Background: an optimization exercise with open tools, aiming at small area, a short achievable clock period and few clock cycles per item. Do not read the settings as production practice.
The RTL was checked by simulation tests, not by an equivalence proof against the original design.
Power figures rest on the tool's default switching activity, not on a simulated workload.

==> umber <==
==> flow/design.v <==
module wte_sha384 (
    input  wire         clk,
    input  wire         rst,           
    input  wire         in_valid,
    output wire         in_ready,
    input  wire [63:0]  in_word,
    input  wire         in_first,      
    input  wire         in_last,       
    output wire         out_valid,
    input  wire         out_ready,
    output wire [383:0] out_digest
);
    localparam [63:0] IV0 = 64'hcbbb9d5dc1059ed8;
    localparam [63:0] IV1 = 64'h629a292a367cd507;
    localparam [63:0] IV2 = 64'h9159015a3070dd17;
    localparam [63:0] IV3 = 64'h152fecd8f70e5939;
    localparam [63:0] IV4 = 64'h67332667ffc00b31;
    localparam [63:0] IV5 = 64'h8eb44a8768581511;
    localparam [63:0] IV6 = 64'hdb0c2e0d64f98fa7;
    localparam [63:0] IV7 = 64'h47b5481dbefa4fa4;
    localparam [63:0] K0  = 64'h428a2f98d728ae22;
    localparam [63:0] K1  = 64'h7137449123ef65cd;
    localparam [1:0] S_INIT = 2'd0,    
                     S_IDLE = 2'd1,    
                     S_RUN  = 2'd2,    
                     S_FIN  = 2'd3;    
    function [63:0] kconst(input [6:0] t);
        case (t)
            7'd0 : kconst = 64'h428a2f98d728ae22;
            7'd1 : kconst = 64'h7137449123ef65cd;
            7'd2 : kconst = 64'hb5c0fbcfec4d3b2f;
            7'd3 : kconst = 64'he9b5dba58189dbbc;
            7'd4 : kconst = 64'h3956c25bf348b538;
            7'd5 : kconst = 64'h59f111f1b605d019;
            7'd6 : kconst = 64'h923f82a4af194f9b;
            7'd7 : kconst = 64'hab1c5ed5da6d8118;
            7'd8 : kconst = 64'hd807aa98a3030242;
            7'd9 : kconst = 64'h12835b0145706fbe;
            7'd10: kconst = 64'h243185be4ee4b28c;
            7'd11: kconst = 64'h550c7dc3d5ffb4e2;
            7'd12: kconst = 64'h72be5d74f27b896f;
            7'd13: kconst = 64'h80deb1fe3b1696b1;
            7'd14: kconst = 64'h9bdc06a725c71235;
            7'd15: kconst = 64'hc19bf174cf692694;
            7'd16: kconst = 64'he49b69c19ef14ad2;
            7'd17: kconst = 64'hefbe4786384f25e3;
            7'd18: kconst = 64'h0fc19dc68b8cd5b5;
            7'd19: kconst = 64'h240ca1cc77ac9c65;
            7'd20: kconst = 64'h2de92c6f592b0275;
            7'd21: kconst = 64'h4a7484aa6ea6e483;
            7'd22: kconst = 64'h5cb0a9dcbd41fbd4;
            7'd23: kconst = 64'h76f988da831153b5;
            7'd24: kconst = 64'h983e5152ee66dfab;
            7'd25: kconst = 64'ha831c66d2db43210;
            7'd26: kconst = 64'hb00327c898fb213f;
            7'd27: kconst = 64'hbf597fc7beef0ee4;
            7'd28: kconst = 64'hc6e00bf33da88fc2;
            7'd29: kconst = 64'hd5a79147930aa725;
            7'd30: kconst = 64'h06ca6351e003826f;
            7'd31: kconst = 64'h142929670a0e6e70;
            7'd32: kconst = 64'h27b70a8546d22ffc;
            7'd33: kconst = 64'h2e1b21385c26c926;
            7'd34: kconst = 64'h4d2c6dfc5ac42aed;
            7'd35: kconst = 64'h53380d139d95b3df;
            7'd36: kconst = 64'h650a73548baf63de;
            7'd37: kconst = 64'h766a0abb3c77b2a8;
            7'd38: kconst = 64'h81c2c92e47edaee6;
            7'd39: kconst = 64'h92722c851482353b;
            7'd40: kconst = 64'ha2bfe8a14cf10364;
            7'd41: kconst = 64'ha81a664bbc423001;
            7'd42: kconst = 64'hc24b8b70d0f89791;
            7'd43: kconst = 64'hc76c51a30654be30;
            7'd44: kconst = 64'hd192e819d6ef5218;
            7'd45: kconst = 64'hd69906245565a910;
            7'd46: kconst = 64'hf40e35855771202a;
            7'd47: kconst = 64'h106aa07032bbd1b8;
            7'd48: kconst = 64'h19a4c116b8d2d0c8;
            7'd49: kconst = 64'h1e376c085141ab53;
            7'd50: kconst = 64'h2748774cdf8eeb99;
            7'd51: kconst = 64'h34b0bcb5e19b48a8;
            7'd52: kconst = 64'h391c0cb3c5c95a63;
            7'd53: kconst = 64'h4ed8aa4ae3418acb;
            7'd54: kconst = 64'h5b9cca4f7763e373;
            7'd55: kconst = 64'h682e6ff3d6b2b8a3;
            7'd56: kconst = 64'h748f82ee5defb2fc;
            7'd57: kconst = 64'h78a5636f43172f60;
            7'd58: kconst = 64'h84c87814a1f0ab72;
            7'd59: kconst = 64'h8cc702081a6439ec;
            7'd60: kconst = 64'h90befffa23631e28;
            7'd61: kconst = 64'ha4506cebde82bde9;
            7'd62: kconst = 64'hbef9a3f7b2c67915;
            7'd63: kconst = 64'hc67178f2e372532b;
            7'd64: kconst = 64'hca273eceea26619c;
            7'd65: kconst = 64'hd186b8c721c0c207;
            7'd66: kconst = 64'heada7dd6cde0eb1e;
            7'd67: kconst = 64'hf57d4f7fee6ed178;
            7'd68: kconst = 64'h06f067aa72176fba;
            7'd69: kconst = 64'h0a637dc5a2c898a6;
            7'd70: kconst = 64'h113f9804bef90dae;
            7'd71: kconst = 64'h1b710b35131c471b;
            7'd72: kconst = 64'h28db77f523047d84;
            7'd73: kconst = 64'h32caab7b40c72493;
            7'd74: kconst = 64'h3c9ebe0a15c9bebc;
            7'd75: kconst = 64'h431d67c49c100d4c;
            7'd76: kconst = 64'h4cc5d4becb3e42b6;
            7'd77: kconst = 64'h597f299cfc657e2a;
            7'd78: kconst = 64'h5fcb6fab3ad6faec;
            7'd79: kconst = 64'h6c44198c4a475817;
            default: kconst = 64'h0;
        endcase
    endfunction
    function [63:0] maj3(input [63:0] x, input [63:0] y, input [63:0] z);
        maj3 = (x & y) | (x & z) | (y & z);
    endfunction
    function [63:0] add_sk(input [63:0] x, input [63:0] y);
        reg [63:0] g, p, gn, pn;
        integer l, i;
        begin
            g = x & y;
            p = x ^ y;
            for (l = 0; l < 6; l = l + 1) begin
                gn = g;
                pn = p;
                for (i = 0; i < 64; i = i + 1)
                    if (i & (1 << l)) begin
                        gn[i] = g[i] | (p[i] & g[((i >> l) << l) - 1]);
                        pn[i] = p[i] & p[((i >> l) << l) - 1];
                    end
                g = gn;
                p = pn;
            end
            add_sk = (x ^ y) ^ {g[62:0], 1'b0};
        end
    endfunction
    function [63:0] add_bk(input [63:0] x, input [63:0] y);
        reg [63:0] g, p;
        integer l, i;
        begin
            g = x & y;
            p = x ^ y;
            for (l = 0; l < 6; l = l + 1)
                for (i = (2 << l) - 1; i < 64; i = i + (2 << l)) begin
                    g[i] = g[i] | (p[i] & g[i - (1 << l)]);
                    p[i] = p[i] & p[i - (1 << l)];
                end
            for (l = 4; l >= 0; l = l - 1)
                for (i = (3 << l) - 1; i < 64; i = i + (2 << l)) begin
                    g[i] = g[i] | (p[i] & g[i - (1 << l)]);
                    p[i] = p[i] & p[i - (1 << l)];
                end
            add_bk = (x ^ y) ^ {g[62:0], 1'b0};
        end
    endfunction
    reg  [1:0]  st;
    reg  [6:0]  cnt;           
    reg  [3:0]  ph;            
    reg  [4:0]  m;             
    reg  [1:0]  nstart;        
    reg         nfirst, nlast, cfirst, clast;
    reg         dig_valid;
    reg         run;           
    reg         arnd;          
    reg         rl64;          
    reg         fin;           
    reg         fxa;           
    reg  [3:0]  fcj;           
    reg  [3:0]  ivj;           
    reg         nivl;          
    reg         fin_a;         
    reg         fxa_a;
    reg  [3:0]  fcj_a;
    reg  [3:0]  ivj_a;         
    reg         nivl_a;
    reg         dlast;         
    reg         rdy;           
    reg  [63:0] a, b, c, d, e, f, g, h;
    reg  [63:0] w [0:15];
    reg  [63:0] kr;            
    reg  [63:0] q;             
    reg  [63:0] ws;            
    reg  [63:0] x0, x1, x2, x3;    
    reg  [63:0] y0, y1, y2, y3;    
    wire [1:0]  j = ph[1:0];
    assign in_ready = rdy;
    wire acc = in_valid && rdy;
    wire ready  = (st == S_IDLE) || (j == 2'd3 && (st == S_INIT || fin));
    wire full_n = (m == 5'd16) || (m == 5'd15 && acc);
    wire go     = ready && full_n && ((ph + 4'd1) == {nstart, 2'b00});
    wire [3:0] ph_n = ph + 4'd1;
    wire blk_n = run && cnt < 7'd67;
    wire rdy0 = (m != 5'd16) && !blk_n &&
                ((m == 5'd0) ? (ph_n[1:0] == 2'd0)
                             : (ph_n == {nstart, 2'b00} + m[3:0]));
    wire rdy1 = (m != 5'd15) && !blk_n;
    wire dig_n = (dig_valid && !out_ready) || dlast;
    wire fin_end = fin && j == 2'd3;
    wire [1:0] st_n = go ? S_RUN :
                      (run && cnt == 7'd79) ? S_FIN :
                      ready ? S_IDLE : st;
    wire fin_n = (st_n == S_FIN) && ((ph_n[1:0] == 2'd0) ? !dig_n : fin && !fin_end);
    wire ivl_n = (st == S_INIT && j != 2'd3) || (fin_n && clast);
    wire [3:0] jn_oh = 4'b0001 << ph_n[1:0];
    always @(posedge clk) begin
        if (rst) begin
            st        <= S_INIT;
            ph        <= 4'd0;
            m         <= 5'd0;
            dig_valid <= 1'b0;
            run       <= 1'b0;
            arnd      <= 1'b0;
            rl64      <= 1'b0;
            fin       <= 1'b0;
            fxa       <= 1'b0;
            fcj       <= 4'd0;
            ivj       <= 4'b0001;
            nivl      <= 1'b0;
            fin_a     <= 1'b0;
            fxa_a     <= 1'b0;
            fcj_a     <= 4'd0;
            ivj_a     <= 4'd0;
            nivl_a    <= 1'b1;
            dlast     <= 1'b0;
            rdy       <= 1'b1;
        end else begin
            st        <= st_n;
            ph        <= ph_n;
            m         <= go ? 5'd0 : m + {4'd0, acc};
            dig_valid <= dig_n;
            run       <= go || (run && cnt != 7'd79);
            arnd      <= run;
            rl64      <= go || (run && cnt < 7'd63);
            fin       <= fin_n;
            fxa       <= fin_n && !cfirst;
            fcj       <= (fin_n && cfirst) ? jn_oh : 4'd0;
            ivj       <= ivl_n ? jn_oh : 4'd0;
            nivl      <= !ivl_n;
            fin_a     <= fin;
            fxa_a     <= fxa;
            fcj_a     <= fcj;
            ivj_a     <= ivj;
            nivl_a    <= nivl;
            dlast     <= fin_end && clast;
            rdy       <= acc ? rdy1 : rdy0;
        end
    end
    always @(posedge clk) begin
        if (acc && m == 5'd0) begin
            nstart <= ph[3:2];
            nfirst <= in_first;
            nlast  <= in_last;
        end
        if (go) begin
            cfirst <= nfirst;
            clast  <= nlast;
            cnt    <= 7'd0;
        end else begin
            cnt    <= cnt + 7'd1;
        end
        kr <= run ? kconst(cnt + 7'd2) : (j == 2'd3 ? K1 : K0);
    end
    assign out_valid  = dig_valid;
    assign out_digest = {x3, x2, x1, x0, y3, y2};
    wire [63:0] w1 = w[1], w2 = w[2], w10 = w[10], w14 = w[14];
    wire [63:0] ss0 = {w2[0], w2[63:1]} ^ {w2[7:0], w2[63:8]} ^ {7'd0, w2[63:7]};
    wire [63:0] ss1 = {w14[18:0], w14[63:19]} ^ {w14[60:0], w14[63:61]} ^ {6'd0, w14[63:6]};
    wire [63:0] q1s = w10 ^ ss0 ^ w1;
    wire [63:0] q1c = {maj3(w10, ss0, w1), 1'b0};
    wire [63:0] bs1 = {e[13:0], e[63:14]} ^ {e[17:0], e[63:18]} ^ {e[40:0], e[63:41]};
    wire [63:0] bs0 = {a[27:0], a[63:28]} ^ {a[33:0], a[63:34]} ^ {a[38:0], a[63:39]};
    wire [63:0] ch  = (e & f) ^ (~e & g);
    wire [63:0] mj  = maj3(a, b, c);
    wire [63:0] r1s = q ^ bs1 ^ ch;
    wire [63:0] r1c = {maj3(q, bs1, ch), 1'b0};
    wire [63:0] e_rnd = r1s + r1c;
    wire [63:0] nd  = ~d;
    wire [63:0] r2s = e ^ nd ^ mj;
    wire [63:0] r2c = {maj3(e, nd, mj), 1'b1};
    wire [63:0] r3s = r2s ^ r2c ^ bs0;
    wire [63:0] r3c = {maj3(r2s, r2c, bs0), 1'b0};
    wire [63:0] a_rnd = r3s + r3c;
    wire [63:0] p1s = g ^ kr ^ w1;
    wire [63:0] p1c = {maj3(g, kr, w1), 1'b0};
    wire [63:0] p2s = p1s ^ p1c ^ b;
    wire [63:0] p2c = {maj3(p1s, p1c, b), 1'b0};
    function [63:0] iv_a(input [3:0] oh);
        iv_a = ({64{oh[0]}} & IV3) | ({64{oh[1]}} & IV2) |
               ({64{oh[2]}} & IV1) | ({64{oh[3]}} & IV0);
    endfunction
    function [63:0] iv_e(input [3:0] oh);
        iv_e = ({64{oh[0]}} & IV7) | ({64{oh[1]}} & IV6) |
               ({64{oh[2]}} & IV5) | ({64{oh[3]}} & IV4);
    endfunction
    wire [63:0] hop_a = iv_a(fcj_a) | ({64{fxa_a}} & x0);
    wire [63:0] hop_e = iv_e(fcj) | ({64{fxa}} & y0);
    wire [63:0] sum_e = add_sk(rl64 ? ss1 : hop_e, rl64 ? ws : h);
    wire [63:0] sum_a = add_sk(hop_a, d);
    integer i;
    always @(posedge clk) begin
        for (i = 0; i < 15; i = i + 1)
            w[i] <= w[i + 1];
        w[15] <= rl64 ? sum_e : (rdy ? in_word : w[0]);
        ws <= add_sk(q1s, q1c);
        q  <= add_sk(p2s, p2c);
    end
    always @(posedge clk) begin
        b <= a;
        c <= b;
        d <= c;
        f <= e;
        g <= f;
        h <= g;
        if (arnd)
            a <= a_rnd;
        else
            a <= iv_a(ivj_a) | ({64{nivl_a}} & sum_a);
        if (run)
            e <= e_rnd;
        else
            e <= iv_e(ivj) | ({64{nivl}} & sum_e);
    end
    always @(posedge clk) begin
        if (fin_a) begin
            x0 <= x1; x1 <= x2; x2 <= x3; x3 <= sum_a;
        end
        if (fin) begin
            y0 <= y1; y1 <= y2; y2 <= y3; y3 <= sum_e;
        end
    end
endmodule
==> flow/flow/run.sh <==
#!/bin/bash
set -euo pipefail
bash standard.sh SETUP_SLACK_MARGIN=7.2 finish > standard_flow.log 2>&1
==> flow/standard.sh <==
#!/bin/bash
# synth_recipe.tcl (not shown) runs the flow's synth.tcl, then flattens the netlist and writes it again
# the make line also repeats each setting of config.mk as NAME=value (left out here)
make -C /OpenROAD-flow-scripts/flow DESIGN_CONFIG=/design/flow/config.mk WORK_HOME=/design/flow/orfs CLKGATE_MAP_FILE= SYNTH_SCRIPT=/design/flow/synth_recipe.tcl "${@:-finish}"
==> flow/config.mk <==
export PLATFORM = sky130hd
export DESIGN_NAME = wte_sha384
export DESIGN_NICKNAME = wte_sha384
export VERILOG_FILES = /design/flow/design.v
export SDC_FILE = /design/flow/constraint.sdc
export NUM_CORES = 4
export LEC_CHECK = 0
export ABC_AREA = 1
export CAP_MARGIN = 40
export CORE_MARGIN = 2
export CORE_UTILIZATION = 40
export CTS_CLUSTER_DIAMETER = 80
export CTS_CLUSTER_SIZE = 30
export SLEW_MARGIN = 40
export SYNTH_MEMORY_MAX_BITS = 16384
==> flow/constraint.sdc <==
create_clock -name core_clock -period 11.0 [get_ports {clk}]
set_input_delay 2.2000 -clock core_clock [delete_from_list [all_inputs] [get_ports {clk}]]
set_output_delay 2.2000 -clock core_clock [all_outputs]
set_load 0.01 [all_outputs]
==> garnet: changes against umber <==
--- a/flow/design.v
+++ b/flow/design.v
@@ -271,13 +271,13 @@
     wire [63:0] mj  = maj3(a, b, c);
     wire [63:0] r1s = q ^ bs1 ^ ch;
     wire [63:0] r1c = {maj3(q, bs1, ch), 1'b0};
-    wire [63:0] e_rnd = r1s + r1c;
+    wire [63:0] e_rnd = add_sk(r1s, r1c);
     wire [63:0] nd  = ~d;
     wire [63:0] r2s = e ^ nd ^ mj;
     wire [63:0] r2c = {maj3(e, nd, mj), 1'b1};
     wire [63:0] r3s = r2s ^ r2c ^ bs0;
     wire [63:0] r3c = {maj3(r2s, r2c, bs0), 1'b0};
-    wire [63:0] a_rnd = r3s + r3c;
+    wire [63:0] a_rnd = add_sk(r3s, r3c);
     wire [63:0] p1s = g ^ kr ^ w1;
     wire [63:0] p1c = {maj3(g, kr, w1), 1'b0};
     wire [63:0] p2s = p1s ^ p1c ^ b;
Settings changed: PLACE_DENSITY from default to 0.72.
==> comparison table <==
item                                                                       garnet                    umber
Status                                                    complete, no violations  complete, no violations
Met3 Usage GRT                                                             0.0589                   0.0562
Count of cells along the worst register-to-register path                       11                       13
Via total after detailed routing                                            77600                    83700
Clock network area share                                                   0.0367                   0.0398
Multi-input gate count                                                       6627                     7448
Critical path capture point                                        out_digest[38]                   kr[39]
Total Nets Final                                                            12200                    13400
Combinational cell power                                                  11.5 mW                  14.9 mW
CLK BUF                                                                       141                      146
Share of the synthesized area in the top cell type                          0.352                    0.338
Worst Hold Launch                                                        w[9][56]                 w[4][50]
Switching power                                                           11.3 mW                  14.4 mW
Pin count of the biggest net entering global routing                          117                      104
Testbench counts of umber, summed over its fixed seeds: cycles 202,356, blocks 2,407.
Testbench counts of garnet, summed over its fixed seeds: cycles 202,356, blocks 2,407.

## port drivers added, routing unchanged
The flow's constraints put no driver on any port. The routed layouts listed below were extracted and timed again, unchanged, in two steps. Step 1 sets driving cells, clkbuf_16 on the clock port and buf_2 on the other inputs (assumed; they add their load-dependent delay and slew). Step 2, shift: input delay + t, output delay - t, t = (earliest + latest rising clock arrival at the registers) / 2. This alone moves slack from input paths to output paths. a / b / c = no drivers / after step 1 / after step 2; a / b = the first two.
| run | t (ns) | setup WS [ns] | hold slack, ns | slew at the worst register clock pin (ns) | pins driven straight from the clock port |
|---|---|---|---|---|---|
| umber | 0.918 | 7.118 / 7.093 / 6.733 | 0.306 / 0.306 / 0.306 | 0.11 / 0.11 | 1 |
| garnet | 0.931 | 7.109 / 7.018 / 6.621 | 0.259 / 0.259 / 0.259 | 0.12 / 0.12 | 1 |
After both steps every run listed still meets setup and hold. For garnet, which loses most, drivers alone change the setup slack by -0.091 ns; drivers and shift together by -0.488 ns.
